From an optimization exercise on the open Yosys and OpenROAD flow, aimed at small area, a short achievable clock period and few clock cycles per item; shortcuts taken in it are not production practice.

Setup of job 6773:
==> flow/design.v (excerpt) <==
module hedgerow_bq2 (
    input  wire               clk,
    input  wire               rst,
    input  wire               in_valid,
    output wire               in_ready,
    input  wire signed [23:0] x_m,
    input  wire signed [7:0]  x_e,
    input  wire [1:0]         bq_en,
    input  wire signed [23:0] bq1_b0,
    input  wire signed [23:0] bq1_b1,
    input  wire signed [23:0] bq1_b2,
    input  wire signed [23:0] bq1_a1,
    input  wire signed [23:0] bq1_a2,
    input  wire signed [7:0]  bq1_exp,
    input  wire signed [23:0] bq2_b0,
    input  wire signed [23:0] bq2_b1,
    input  wire signed [23:0] bq2_b2,
    input  wire signed [23:0] bq2_a1,
    input  wire signed [23:0] bq2_a2,
    input  wire signed [7:0]  bq2_exp,
    output reg                out_valid,
    output reg  signed [23:0] y_m,
    output reg  signed [7:0]  y_e,
    output reg                ovf
);
clock: 25.0 ns
lec_check: 0
cap_margin: 20
core_margin: 2
core_utilization: 40
place_density: 0.6
slew_margin: 20
run.sh (not shown) runs the stock make flow with config.mk's settings and CLKGATE_MAP_FILE= SYNTH_SCRIPT=/design/flow/synth_recipe.tcl, a recipe that flattens the netlist after the stock synthesis.
### job 6773 -> job 3374
-- flow/design.v --
<<< job 6773, line 125
        quiet = (m < 24'sd1048576) && (m > -24'sd1048576);
    endfunction
    function automatic quiet_r;
        input signed [23:0] m;
        input [4:0]         k;
        case (k)
            5'd0:    quiet_r = (m < 24'sd1048576) && (m > -24'sd1048576);
            5'd1:    quiet_r = (m < 24'sd2097151) && (m > -24'sd2097151);
            5'd2:    quiet_r = (m < 24'sd4194302) && (m > -24'sd4194302);
            5'd3:    quiet_r = (m < 24'sd8388604) && (m > -24'sd8388604);
            default: quiet_r = 1'b1;
        endcase
    endfunction
    wire qs1_0 = rr1 ? quiet_r(s1[0], rk) : quiet(s1[0]);
    wire qs1_1 = rr2 ? quiet_r(s1[1], rk) : quiet(s1[1]);
    wire dn0 = lo1 & used[0] & qs1_0 & quiet(s2[0]) & (low[0] >= 5'd15) & (es[0] > -8'sd40);
    wire dn1 = lo2 & used[1] & qs1_1 & quiet(s2[1]) & (low[1] >= 5'd15) & (es[1] > -8'sd40);
    wire signed [23:0] v_s1_0 = dn0 ? (ls1_0 <<< 1) : ls1_0;
    wire signed [23:0] v_s1_1 = dn1 ? (ls1_1 <<< 1) : ls1_1;
>>> job 3374, line 125
        quiet = (m < 24'sd1048576) && (m > -24'sd1048576);
    endfunction
    wire dn0 = lo1 & used[0] & quiet(ls1_0) & quiet(s2[0]) & (low[0] >= 5'd15) & (es[0] > -8'sd40);
    wire dn1 = lo2 & used[1] & quiet(ls1_1) & quiet(s2[1]) & (low[1] >= 5'd15) & (es[1] > -8'sd40);
    wire signed [23:0] v_s1_0 = dn0 ? (ls1_0 <<< 1) : ls1_0;
    wire signed [23:0] v_s1_1 = dn1 ? (ls1_1 <<< 1) : ls1_1;
<<< job 6773, line 268
    wire [6:0]  n_minc = (n_pmin < 11'sd0) ? 7'd0 : ((n_pmin > 11'sd87) ? 7'd87 : n_pmin[6:0]);
    wire [6:0]  n_maxc = (n_pmax < 11'sd0) ? 7'd0 : ((n_pmax > 11'sd87) ? 7'd87 : n_pmax[6:0]);
    wire [6:0]  n_p0c  = hz6 ? 7'd1 : ({1'b0, hp6} + 7'd2);
    wire [6:0]  n_pc   = n_over ? n_maxc : (n_up ? n_p0c : n_minc);
    wire        n_sat  = n_over && n_gs;
    wire signed [86:0] n_ext = {acc, 24'd0};
    wire signed [86:0] n_w   = n_ext >>> {n_pc[6:3], 3'd0};
    wire        n_st0 = ~hz6 & (({2'b0, lp6} + 8'd23) <= {2'b0, hp6});
    wire        n_st1 = ({1'b0, n_tz} + 8'd25) <= {1'b0, n_minc};
    wire        n_st2 = ({1'b0, n_tz} + 8'd25) <= {1'b0, n_maxc};
    wire        n_st  = n_over ? n_st2 : (n_up ? n_st0 : n_st1);
    wire signed [10:0] n_es  = {{3{es_n[7]}}, es_n};
    wire signed [10:0] n_K0  = n_R - 11'sd62 - n_es;              
>>> job 3374, line 255
    wire [6:0]  n_minc = (n_pmin < 11'sd0) ? 7'd0 : ((n_pmin > 11'sd87) ? 7'd87 : n_pmin[6:0]);
    wire [6:0]  n_maxc = (n_pmax < 11'sd0) ? 7'd0 : ((n_pmax > 11'sd87) ? 7'd87 : n_pmax[6:0]);
    wire [6:0]  n_pc   = n_over ? n_maxc : (n_up ? n_p0[6:0] : n_minc);
    wire        n_sat  = n_over && n_gs;
    wire signed [86:0] n_ext = {acc, 24'd0};
    wire signed [86:0] n_w   = n_ext >>> {n_pc[6:3], 3'd0};
    wire        n_st  = ({1'b0, n_tz} + 8'd25) <= {1'b0, n_pc};
    wire signed [10:0] n_es  = {{3{es_n[7]}}, es_n};
    wire signed [10:0] n_K0  = n_R - 11'sd62 - n_es;              
<<< job 6773, line 302
    wire signed [10:0] u_emax = uy ? 11'sd63 : 11'sd40;
    wire signed [10:0] u_R    = {Rp[9], Rp};
    wire signed [10:0] u_cY   = -11'sd1 - u_R;                            
    wire signed [7:0]  u_esF  = es[uF];
    wire signed [10:0] u_cE   = {{3{u_esF[7]}}, u_esF} - u_R + 11'sd63;   
    wire signed [10:0] u_c0   = {{3{w_E1[7]}}, w_E1} - u_R + 11'sd63;     
    wire signed [10:0] u_c1   = u_c0 + 11'sd1;
    wire signed [10:0] u_cX   = 11'sd103 - u_R;
    wire signed [10:0] u_pmin = uy ? u_cY : (~u2 ? u_cE :
                                (w_over ? u_cX : ((r_pf & ~w_top) ? u_c1 : u_c0)));
    wire [31:0] r_w   = w_w >> w_f;
    wire [23:0] w_q   = r_w[24:1];
>>> job 3374, line 285
    wire signed [10:0] u_emax = uy ? 11'sd63 : 11'sd40;
    wire signed [10:0] u_R    = {Rp[9], Rp};
    wire [31:0] r_w   = w_w >> w_f;
    wire [23:0] w_q   = r_w[24:1];
<<< job 6773, line 374
        nput   <= ~uy;
        es_n   <= u_es;
        n_pmin <= u_pmin;
        n_pmax <= u_emax - u_R + 11'sd63;
        w_E1   <= n_E1[7:0];
>>> job 3374, line 349
        nput   <= ~uy;
        es_n   <= u_es;
        n_pmin <= u_emin - u_R + 11'sd63;
        n_pmax <= u_emax - u_R + 11'sd63;
        w_E1   <= n_E1[7:0];
<<< job 6773, line 458
                es[0] <= v_es_0;
                if (used[0]) begin
                    if (qs1_0 && quiet(s2[0])) begin
                        if (dn0)
                            low[0] <= 5'd0;
>>> job 3374, line 433
                es[0] <= v_es_0;
                if (used[0]) begin
                    if (quiet(ls1_0) && quiet(s2[0])) begin
                        if (dn0)
                            low[0] <= 5'd0;
<<< job 6773, line 473
                es[1] <= v_es_1;
                if (used[1]) begin
                    if (qs1_1 && quiet(s2[1])) begin
                        if (dn1)
                            low[1] <= 5'd0;
>>> job 3374, line 448
                es[1] <= v_es_1;
                if (used[1]) begin
                    if (quiet(ls1_1) && quiet(s2[1])) begin
                        if (dn1)
                            low[1] <= 5'd0;
## What came out
- [compare] base=job 6773 new=job 3374: core occupancy in the finished layout was more or less identical, fill cell total of the finished layout now sits lower.
- Job 3374 reports a higher final clock period utilization by the worst path than job 6773 does.
- Delta (job 3374 minus job 6773): non-clock buffer count down 13, global placer's final weighted congestion up about 2.6%.
- Job 6773 vs job 3374, cell with the largest stage delay on the worst path: a21oi_1 vs o21ai_2
No functional check of the RTL was part of any run of this note.

==> what the ideal ports hide <==
The results above use ideal ports. As a check the final layouts listed here were re-extracted and re-timed, cells and wires unchanged. Step 1, drivers: a clkbuf_16 drives clk and a buf_2 each remaining input, both assumed. Step 2 adds t to the input delays and takes it off the output delays; t is the mean of the earliest and latest rising clock arrival at the registers after step 1. Input paths then give back, and output paths get back, about the clock's delay inside the block. Slacks: no drivers / after step 1 / after step 2; pairs: no drivers / after step 1.
run	shift t [ns]	setup slack, ns	latest minus earliest clock arrival (ns)	slew at the worst register clock pin (ns)
job 6773	0.804	16.268 / 16.268 / 16.268	0.086 / 0.086	0.07 / 0.07
job 3374	0.794	15.808 / 15.808 / 15.808	0.089 / 0.089	0.08 / 0.08
After both steps setup and hold are still met in every run listed.
